Context: an optimization exercise on an open-source flow, tuned for small area, a short achievable clock period and few clock cycles per item. The choices shown serve that exercise and are no tape-out recipe. Only simulation tests tie the RTL to the original design; equivalence was not proved. Power is estimated from default activity; no workload was simulated.

==> flow/design.v (outline; a module is shown in full before it is edited, if it fits) <==
// module flt_chain: 4218 lines
module flt_chain (
    input  wire        clk,
    input  wire        rst,
    input  wire        sync,
    input  wire [2:0]  cfg_order,
    input  wire [6:0]  cfg_dec,
    input  wire [6:0]  cfg_ntap,
    input  wire        coef_we,
    input  wire [4:0]  coef_addr,
    input  wire [23:0] coef_data,
    input  wire        in_valid,
    output wire        in_ready,
    input  wire [17:0] in_data,
    output wire        out_valid,
    input  wire        out_ready,
    output wire [29:0] out_data,
    output wire        out_sat
);
  // ...
==> flow/flow/run.sh <==
#!/bin/bash
# The standard layout (standard.sh: the standard synthesis, floorplan, placement,
# CTS, routing and finish) with the repair_timing steps asked for a larger setup margin,
# so that they size and buffer the long paths instead of stopping at the 16 ns clock.
# The clock, its period, the I/O constraints and every other setting stay the standard flow's own.
set -euo pipefail
bash standard.sh SETUP_SLACK_MARGIN=11.0 finish > standard_flow.log 2>&1
==> flow/standard.sh <==
#!/bin/bash
# synth_recipe.tcl (not shown) runs the flow's synth.tcl, then flattens the netlist and writes it again
# the make line also repeats each setting of config.mk as NAME=value (left out here)
make -C /OpenROAD-flow-scripts/flow DESIGN_CONFIG=/design/flow/config.mk WORK_HOME=/design/flow/orfs CLKGATE_MAP_FILE= SYNTH_SCRIPT=/design/flow/synth_recipe.tcl "${@:-finish}"
==> flow/config.mk <==
export PLATFORM = sky130hd
export DESIGN_NAME = flt_chain
export DESIGN_NICKNAME = flt_chain
export VERILOG_FILES = /design/flow/design.v
export SDC_FILE = /design/flow/constraint.sdc
export NUM_CORES = 4
export LEC_CHECK = 0
export CAP_MARGIN = 20
export CORE_MARGIN = 2
export CORE_UTILIZATION = 40
export PLACE_DENSITY = 0.6
export SLEW_MARGIN = 20
==> flow/constraint.sdc <==
create_clock -name core_clock -period 16.0 [get_ports {clk}]
set_input_delay 3.2000 -clock core_clock [delete_from_list [all_inputs] [get_ports {clk}]]
set_output_delay 3.2000 -clock core_clock [all_outputs]
set_load 0.01 [all_outputs]
==> flow_summary_export.csv, run 1 <==
group,metric,value,unit
status,outcome,"finished with violations",
status,checkFailReasons,"antenna violations, max-capacitance violations, max-slew violations",
setup_path,worst_setup_path_end_kind,"flip-flop",
timing,timing_worst_slew_pin_value,1730,ps
timing,relSlewSlack,-16.0,%
global_route,grt_pass1_vias,214000,
drt,drt.antenna.violating_nets,1,
synth,synth-seq-area-share,46.8,%
clocking,later_pin_clock_latency_in_the_skew_report,1140,ps
synth,proportion_of_netlist_area_held_by_the_largest_area_contributor,42.7,%
run,max-cap-violations,1,
power,share_seq_of_total_power,49.4,%
synth,main_combinational_cell_family_by_area_after_synthesis,"adder cells",
cells_and_area,layout.cell_area.non_filler,326000,sq um
floorplanning,die_w,857,um
setup_path,worstSetupStartpointType,"flip-flop",
global_route,use_met3,9.62,%
synth,ys.flop_type,"sky130_fd_sc_hd__edfxtp_1",
placed_design,gp_congestion,1.00,
floorplanning,die_h,857,um
hold_path,worstHoldPathType,"flip-flop to flip-flop",
timing,finalMaxSlewViolations,12,
timing,timing.clock.skew,99.3,ps
cells_and_area,drive_above_1_share,9.89,%
placed_design,port-buffer-count,102,
synth,synth-warning-count,5,
cells_and_area,clock_tree_area_fraction,5.45,%
cells_and_area,area_taken_by_multi_input_logic_gates,144000,sq um
setup_path,timing.critical_path.fanout_max,30,
cells_and_area,layout_common_cells,"sky130_fd_sc_hd__edfxtp_1, sky130_fd_sc_hd__a22oi_1, sky130_fd_sc_hd__nand2_1, sky130_fd_sc_hd__inv_1, sky130_fd_sc_hd__fa_1",
floorplanning,row_count,313,
placed_design,placed_cell_area,303000,sq um
Testbench counts, summed over its fixed seeds: cycles 20,040, samples 19,200.
==> run 2: changes to the inputs <==
--- a/flow/flow/run.sh
+++ b/flow/flow/run.sh
@@ -5,3 +5,3 @@
 # The clock, its period, the I/O constraints and every other setting stay the standard flow's own.
 set -euo pipefail
-bash standard.sh SETUP_SLACK_MARGIN=11.0 finish > standard_flow.log 2>&1
+bash standard.sh SETUP_SLACK_MARGIN=10.9 finish > standard_flow.log 2>&1
--- a/flow/config.mk
+++ b/flow/config.mk
@@ -9,4 +9,4 @@
 export CORE_MARGIN = 2
 export CORE_UTILIZATION = 40
-export PLACE_DENSITY = 0.6
+export PLACE_DENSITY = 0.45
 export SLEW_MARGIN = 20
==> run 2 against run 1 <==
Compared with the run above:
- sequential share of layout area fell by 0.19 points
- synthesized cell count is the same
- combinational power is essentially flat
- now clean on timing, DRC and antenna
- highest routed layer unchanged
- critical endpoint is now ab_c[33]$_DFFE_PP_
- non-clock buffer count increased by 99
- final area is 0.45% higher
- count of clock-buffer cells in the layout up 53
- total power up 1.8%
- first-iteration DRC count fell by 19%
- sequential power hardly changed
- largest cell class unchanged
- worst hold slack improved by 21 ps
- global-route usage is 2.3 points higher
==> flow_summary_export.csv, run 2 <==
group,metric,value,unit
status,outcome,"complete, no violations",
synth,proportion_of_netlist_area_held_by_the_largest_area_contributor,42.7,%
drt,finalWirelength,1210000,um
synth,synth-warning-count,5,
synth,synth_most_common_cell,"sky130_fd_sc_hd__edfxtp_1",
global_route,grt.total_usage,31.6,%
cells_and_area,area.growth.synth_to_final,12.7,%
floorplanning,row_count,313,
drt,drt_pre_antenna_iters,9,
timing,setup_total_negative_slack,0,ps
synth,synth.net_count,27400,
cells_and_area,largest_reg_by_ff_count,"hist",
clocking,clkSinkCount,4735,
global_route,grt_pass1_vias,212000,
drt,first_iter_violations,26500,
timing,relSlewSlack,18.4,%
clocking,later_pin_clock_latency_in_the_skew_report,1160,ps
global_route,globalRouteMet2Util,49.6,%
synth,synth.distinct_cells,117,
synth,postSynthAreaPerCell,11.8,sq um
drt,remaining_routing_drc_violations,0,
power,vdd_ir_drop_max,133,uV
timing,layout_min_cycle_time,5120,ps
cells_and_area,reg.largest.list,"hist (1920), coef (768)",
setup_path,worst_setup_path_end_kind,"flip-flop",
setup_path,r2r_cells,13,
cells_and_area,layout_common_cells,"sky130_fd_sc_hd__edfxtp_1, sky130_fd_sc_hd__a22oi_1, sky130_fd_sc_hd__nand2_1, sky130_fd_sc_hd__inv_1, sky130_fd_sc_hd__fa_1",
setup_path,worstSetupStartpointType,"flip-flop",
synth,netlist_area,291000,sq um
drt,drt.antenna.violating_nets,0,
global_route,globalRouteMet1Util,42.3,%
global_route,grt-busiest-layer,"met2",
synth,ys.flop_type,"sky130_fd_sc_hd__edfxtp_1",
synth,synth_seq_cells,4735,
global_route,grt_first_pass_wirelength,1670000,um
floorplanning,die_h,857,um
run,max-cap-violations,0,
hold_path,worstHoldPathType,"flip-flop to flip-flop",
power,leakage,120,nW
clocking,cts.reportedPaths.clkPinSlew,60,ps
floorplanning,initial_core_util,40.1,%
timing,timing.clock.skew,96.7,ps
synth,synth_async_sr_flop_share,0,%
cells_and_area,num-fill-cells,66700,
placed_design,gp_congestion,0.926,
timing,finalMaxSlewViolations,0,
timing,hold_viol_final,0,
timing,holdWs,418,ps
drt,routedWlPerCell,34.8,um
cells_and_area,layout.cells.most_common,"sky130_fd_sc_hd__edfxtp_1",
timing,timing.fmax,0.195,GHz
synth,post_synth_inst_count,24600,
setup_path,worstSetupPathType,"flip-flop to flip-flop",
clocking,cts.htree.levels,6,
timing,timing_worst_slew_pin_value,1210,ps
timing,setup-violations-final,0,
global_route,pin_count_of_the_biggest_net_entering_global_routing,207,
clocking,cts_buffers,566,
synth,synth.largest_area_cell,"sky130_fd_sc_hd__edfxtp_1",
synth,synth_common_cells,"sky130_fd_sc_hd__edfxtp_1, sky130_fd_sc_hd__a22oi_1, sky130_fd_sc_hd__nand2_1",
synth,synth-seq-area-share,46.8,%
placed_design,port-buffer-count,102,
setup_path,arrival,5930,ps
clocking,tritoncts_clock_tree,"yes",
cells_and_area,drive_above_1_share,10.2,%
setup_path,crit_required,16810,ps
placed_design,place.detailed.hpwl,807000,um
cells_and_area,largest_reg_flops,1920,
drt,detail_route.vias_per_cell,6.20,
synth,synth-edff-count,4140,
drt,detailroute.via_count,215000,
power,power-per-cell-area,84.9,nW/um^2
hold_path,hold_path_depth,0,
clocking,clock_tree.buffer_depth,4,
cells_and_area,layout.nets,27300,
floorplanning,die_w,857,um
floorplanning,core_region_area,725000,sq um
timing,setup_repair_after_global_routing_missed_its_margin,"true",
floorplanning,boundaryPins,103,
clocking,hold_buffers,0,
clocking,clock-root-buffer,"sky130_fd_sc_hd__clkbuf_16",
setup_path,timing.critical_path.fanout_max,7,
synth,synth_top_cells_by_area,"sky130_fd_sc_hd__edfxtp_1, sky130_fd_sc_hd__fa_1, sky130_fd_sc_hd__a22oi_1",
global_route,use_met3,7.11,%
floorplanning,die_area,734000,sq um
timing,fin_crit_sh,32.0,%
global_route,overflow,0,
global_route,antenna_found_initial,98,
-- run 2: cell counts after synthesis --
No cell type changed its count.
-- run 2: worst paths after layout --
path / to / from / slack [ps]
setup / recovery: ab_c[33]$_DFFE_PP_ / hbt2[3]$_DFFE_PP_ / 10880
hold / removal: f1last$_DFFE_PP_ / falast$_DFFE_PP_ / 420
setup reg to reg: ab_c[33]$_DFFE_PP_ / hbt2[3]$_DFFE_PP_ / 10880
hold reg to reg: f1last$_DFFE_PP_ / falast$_DFFE_PP_ / 420
-- run 2: final cells by class --
| type | count | area [sq um] | share of cell area, % |
|---|---|---|---|
| Multi-Input combinational cell | 16600 | 144000 | 44.0 |
| Sequential cell | 4735 | 136000 | 41.6 |
| Clock buffer | 721 | 15000 | 4.58 |
| Tap cell | 9607 | 12000 | 3.67 |
| Timing Repair Buffer | 940 | 10200 | 3.11 |
| Inverter | 1660 | 6290 | 1.92 |
| Clock inverter | 305 | 3370 | 1.03 |
| Antenna cell | 91 | 228 | 0.0695 |
-- run 2: cells by family (layout without fill, tap and decap cells) --
logic type               after synthesis  in the layout  synth area share [%]
AO/OA/AOI/OAI                       6431           6431                  15.8
flip-flops                          4735           4735                  46.8
AND/OR/NAND/NOR                     4676           4676                  7.74
buffers and inverters               3274           3626                  4.31
adder cells (fa/ha/maj)             2738           2738                  16.2
XOR/XNOR                            2418           2418                  7.28
multiplexers                         343            343                  1.82
other                                  0             91                     0
-- run 2: power breakdown --
part           leakage (nW)  switching, mW  internal, mW
Clock                  8.87           5.65          7.40
Combinational          68.6          0.781         0.447
Sequential             42.1          0.147          13.4
Total                   120           6.58          21.2
-- run 2: what timing repair did --
action                                  in CTS  in global routing
pin swaps                                   19                251
setup buffers                               67                 61
resized for setup                          379                599
endpoints found under the setup margin     209                144
cloned                                       7                 22
-- run 2: through the flow --
step / std cells / util, % / power (mW) / worst slack (ps) / instance area, sq um
3_3_place_gp: 33400 / 41.8 / 15.0 / 9750 / 303000
5_1_grt: 34600 / 45.2 / 28.6 / 10740 / 328000
4_1_cts: 34500 / 44.7 / 28.0 / 10890 / 324000
3_5_place_dp: 33400 / 41.8 / 15.0 / 10100 / 303000
2_1_floorplan: 24600 / - / 14.5 / -17060 / 291000
6_report: 34700 / 45.2 / 27.8 / 10880 / 328000
-- run 2: layer usage --
metal,routed length [um],vias up
met4,64100,48
met3,113000,2778
li1,-,90200
met1,487000,110000
met5,337,-
met2,543000,11700
-- run 2: worst max-delay path, stage by stage (launching register included) --
cell and delay (ps):
sky130_fd_sc_hd__edfxtp_1 500, sky130_fd_sc_hd__buf_12 200, sky130_fd_sc_hd__clkbuf_16 180, sky130_fd_sc_hd__a22oi_2 240
sky130_fd_sc_hd__xnor2_2 100, sky130_fd_sc_hd__fa_1 520, sky130_fd_sc_hd__inv_1 60, sky130_fd_sc_hd__fa_2 480
sky130_fd_sc_hd__fa_1 550, sky130_fd_sc_hd__fa_2 410, sky130_fd_sc_hd__fa_1 490, sky130_fd_sc_hd__fa_1 580
sky130_fd_sc_hd__inv_2 50, sky130_fd_sc_hd__fa_2 440
==> run 3: changes to the inputs <==
==> flow/run.sh (new file) <==
#!/bin/bash
# synth_recipe.tcl (not shown) runs the flow's synth.tcl, then flattens the netlist and writes it again
# the make line also repeats each setting of config.mk as NAME=value (left out here)
make -C /OpenROAD-flow-scripts/flow DESIGN_CONFIG=/design/flow/config.mk WORK_HOME=/design/flow/orfs CLKGATE_MAP_FILE= SYNTH_SCRIPT=/design/flow/synth_recipe.tcl finish
--- a/flow/config.mk
+++ b/flow/config.mk
@@ -9,4 +9,4 @@
 export CORE_MARGIN = 2
 export CORE_UTILIZATION = 40
-export PLACE_DENSITY = 0.45
+export PLACE_DENSITY = 0.6
 export SLEW_MARGIN = 20
removed: flow/flow/run.sh
removed: flow/standard.sh
==> run 3 against run 2 <==
Compared with the run above:
- now fails the layout checks on max-capacitance violations, max-slew violations
- combinational power about the same
- area after synthesis unchanged
- worst hold slack got worse by 24 ps
- core utilization decreased by 0.92 points
- synthesized cell count unchanged
- sequential power about the same
- via count increased by 1.6%
- critical path type unchanged
- largest power group unchanged
==> flow_summary_export.csv, run 3 <==
group,metric,value,unit
status,outcome,"finished with violations",
status,checkFailReasons,"max-capacitance violations, max-slew violations",
synth,synth_compound_area_share,15.8,%
setup_path,path_common_cell,"sky130_fd_sc_hd__fa_1",
timing,finalMaxSlewViolations,14,
setup_path,worstSetupPathType,"flip-flop to flip-flop",
timing,timing.fmax,0.170,GHz
drt,finalWirelength,1110000,um
cells_and_area,layout.cell_area.non_filler,321000,sq um
synth,netlist_area,291000,sq um
clocking,clkSinkCount,4735,
global_route,overflow,0,
cells_and_area,regArea,136000,sq um
setup_path,timing.critical_path.fanout_max,23,
setup_path,worstSetupStartpointType,"flip-flop",
cells_and_area,area.growth.synth_to_final,10.4,%
floorplanning,row_count,313,
synth,post_synth_inst_count,24600,
clocking,cts_buffers,540,
timing,timing.clock.skew,95.4,ps
clocking,cts_setup_buffers,0,
synth,synth_common_cells,"sky130_fd_sc_hd__edfxtp_1, sky130_fd_sc_hd__a22oi_1, sky130_fd_sc_hd__nand2_1",
synth,yosys-mux-area-fraction,1.82,%
drt,detailroute.via_count,218000,
setup_path,r2r_cells,11,
setup_path,reg2reg_slack,10100,ps
floorplanning,boundaryPins,103,
synth,synth.largest_area_cell,"sky130_fd_sc_hd__edfxtp_1",
hold_path,worstHoldPathType,"flip-flop to flip-flop",
timing,relSlewSlack,-6.67,%
cells_and_area,reg.largest.list,"hist (1920), coef (768)",
clocking,hold_buffers,0,
timing,layout_min_cycle_time,5900,ps
global_route,grt_first_pass_wirelength,1570000,um
power,vdd_ir_drop_max,109,uV
synth,synth-seq-area-share,46.8,%
floorplanning,core_region_area,725000,sq um
cells_and_area,layout.nets,27100,
synth,yosys.area_share.xor_xnor,7.28,%
setup_path,slowest_stage,"sky130_fd_sc_hd__inv_2",
synth,synth_async_sr_flop_share,0,%
drt,routedWlPerCell,32.3,um
timing,setup-violations-final,0,
setup_path,arrival,6680,ps
floorplanning,initial_core_util,40.1,%
synth,synth.net_count,27400,
synth,postSynthAreaPerCell,11.8,sq um
cells_and_area,largest_reg_flops,1920,
synth,ys.flop_type,"sky130_fd_sc_hd__edfxtp_1",
timing,timing_worst_slew_pin_value,1590,ps
hold_path,hold_path_depth,0,
drt,detail_route.vias_per_cell,6.34,
clocking,clock-root-buffer,"sky130_fd_sc_hd__clkbuf_16",
drt,drt_pre_antenna_iters,9,
drt,remaining_routing_drc_violations,0,
cells_and_area,area_taken_by_multi_input_logic_gates,142000,sq um
hold_path,hp-start,"hist[44][23]$_DFFE_PP_",
power,power-per-cell-area,85.1,nW/um^2
global_route,pin_count_of_the_biggest_net_entering_global_routing,184,
synth,synth_seq_cells,4735,
synth,synth_most_common_cell,"sky130_fd_sc_hd__edfxtp_1",
setup_path,worst_setup_path_end_kind,"flip-flop",
clocking,tritoncts_clock_tree,"yes",
clocking,post_cts_resize_count,0,
timing,holdWs,394,ps
run,max-cap-violations,2,
global_route,grt.total_usage,29.2,%
cells_and_area,layout.cells.most_common,"sky130_fd_sc_hd__edfxtp_1",
cells_and_area,largest_reg_by_ff_count,"hist",
synth,proportion_of_netlist_area_held_by_the_largest_area_contributor,42.7,%
cells_and_area,drive_above_1_share,7.53,%
synth,synth_top_cells_by_area,"sky130_fd_sc_hd__edfxtp_1, sky130_fd_sc_hd__fa_1, sky130_fd_sc_hd__a22oi_1",
clocking,cts.htree.levels,6,
placed_design,place.detailed.hpwl,751000,um
placed_design,placed_cell_area,303000,sq um
synth,synth-adder-area-share,16.2,%
synth,synth_simple_gate_area_share,7.74,%
clocking,later_pin_clock_latency_in_the_skew_report,1140,ps
synth,main_combinational_cell_family_by_area_after_synthesis,"adder cells",
cells_and_area,layout_common_cells,"sky130_fd_sc_hd__edfxtp_1, sky130_fd_sc_hd__a22oi_1, sky130_fd_sc_hd__nand2_1, sky130_fd_sc_hd__fa_1, sky130_fd_sc_hd__inv_1",
clocking,cts.reportedPaths.clkPinSlew,60,ps
drt,first_iter_violations,31200,
setup_path,crit_required,16780,ps
setup_path,worst_r2r_startpoint,"hbn2[4]$_DFFE_PP_",
clocking,clock_tree.buffer_depth,4,
timing,setup_repair_after_global_routing_missed_its_margin,"false",
drt,drt.antenna.violating_nets,0,
global_route,grt_pass1_vias,213000,
placed_design,gp_congestion,1.00,
timing,fin_crit_sh,36.8,%
synth,synth-warning-count,5,
floorplanning,die_w,857,um
floorplanning,die_area,734000,sq um
synth,synth.distinct_cells,117,
placed_design,port-buffer-count,102,
timing,hold_viol_final,0,
power,leakage,117,nW
global_route,antenna_found_initial,85,
synth,synth-edff-count,4140,
timing,setup_total_negative_slack,0,ps
setup_path,max_stage_delay,850,ps
hold_path,hold-path-endpoint,"hist[45][23]$_DFFE_PP_",
setup_path,worst_r2r_endpoint,"ab_c[23]$_DFFE_PP_",
cells_and_area,num-fill-cells,66100,
setup_path,path_cells,"buf_4, inv_2, xnor2_1, fa_1, fa_1, fa_1, fa_1, fa_1, fa_1, inv_1, fa_1",
floorplanning,die_h,857,um
-- run 3: final cells by class --
cell class	count	share of cell area, %
multi-input cells	16600	44.4
inverters	1660	1.94
well taps	9607	3.74
flip-flops and latches	4735	42.4
repair buffers	742	1.89
clock buffers	668	4.48
clock inverters	310	1.06
diodes	92	0.0717
-- run 3: worst max-delay path by stage --
| stage | end | startpoint |
|---|---|---|
| 2_1_floorplan | fill[0]$_SDFFE_PP0P_ | pow2$_DFF_P_ |
| 3_3_place_gp | aa_c[39]$_DFFE_PP_ | f1first$_DFFE_PP_ |
| 3_5_place_dp | ov$_DFF_P_ | sync |
| 4_1_cts | ab_c[23]$_DFFE_PP_ | hbn2[4]$_DFFE_PP_ |
| 5_1_grt | ab_c[23]$_DFFE_PP_ | hbn2[4]$_DFFE_PP_ |
| 6_report | ab_c[23]$_DFFE_PP_ | hbn2[4]$_DFFE_PP_ |
-- run 3: cells by family after synthesis --
kind of cell             count (synthesis)
XOR/XNOR                              2418
flip-flops                            4735
AND/OR/NAND/NOR                       4676
buffers and inverters                 3274
multiplexers                           343
adder cells (fa/ha/maj)               2738
AO/OA/AOI/OAI                         6431
-- run 3: where the power goes --
group | switching, mW | internal, mW | leakage (nW) | total (mW)
Clock | 5.51 | 7.09 | 8.61 | 12.6
Combinational | 0.776 | 0.436 | 66.5 | 1.21
Sequential | 0.103 | 13.4 | 42.1 | 13.5
-- run 3: per-layer routing --
metal  wire length (um)  global-route usage, %  part of all wire, %  vias to the layer above
met5                962                  0.342                0.086                        -
met4              82700                   17.3                  7.4                       40
met3             144000                   9.44                   13                     4472
met2             483000                   44.5                   43                    16000
met1             402000                   36.4                   36                   108000
li1                   -                      -                    -                    89700
-- run 3: critical path, delay by kind of cell, from the launching register on --
family,cells,cell delay (ps)
XOR/XNOR,1,240
adder cells (fa/ha/maj),7,3720
buffers and inverters,3,1250
flip-flops,1,350
-- run 3: through the flow --
stage	util, %	instances	power [mW]	setup WS (ps)
floorplan	-	24600	14.5	-17060
global placement	41.7	33300	14.9	9960
detailed placement	41.8	33300	15.0	10240
CTS	44.2	34300	27.4	10200
global route	44.2	34300	28.0	9950
finish	44.3	34400	27.3	10100

[what the ideal ports hide]
The flow's constraints put no driver on any port. The routed layouts listed below were extracted and timed again, unchanged, in two steps.
Step 1: set_driving_cell puts a clkbuf_16 on clk and a buf_2 on each other input, an assumption about the parent block.
Step 2 moves the port delays by t, midway between the first and last clock arrival at a register: inputs arrive t later, outputs are due t later. That takes back most of the time a late clock gives input paths.
Slacks: no drivers / after step 1 / after step 2; pairs: no drivers / after step 1.
| run | shift t [ns] | setup slack, ns | hold slack, ns |
|---|---|---|---|
| run 1 | 1.251 | 10.817 / 10.817 / 10.211 | 0.397 / 0.397 / 0.397 |
| run 2 | 1.263 | 10.876 / 10.835 / 10.236 | 0.418 / 0.418 / 0.418 |
| run 3 | 1.230 | 10.105 / 10.105 / 10.105 | 0.394 / 0.394 / 0.394 |
For run 2, which loses most, drivers alone change the setup slack by -0.041 ns; drivers and shift together by -0.640 ns.
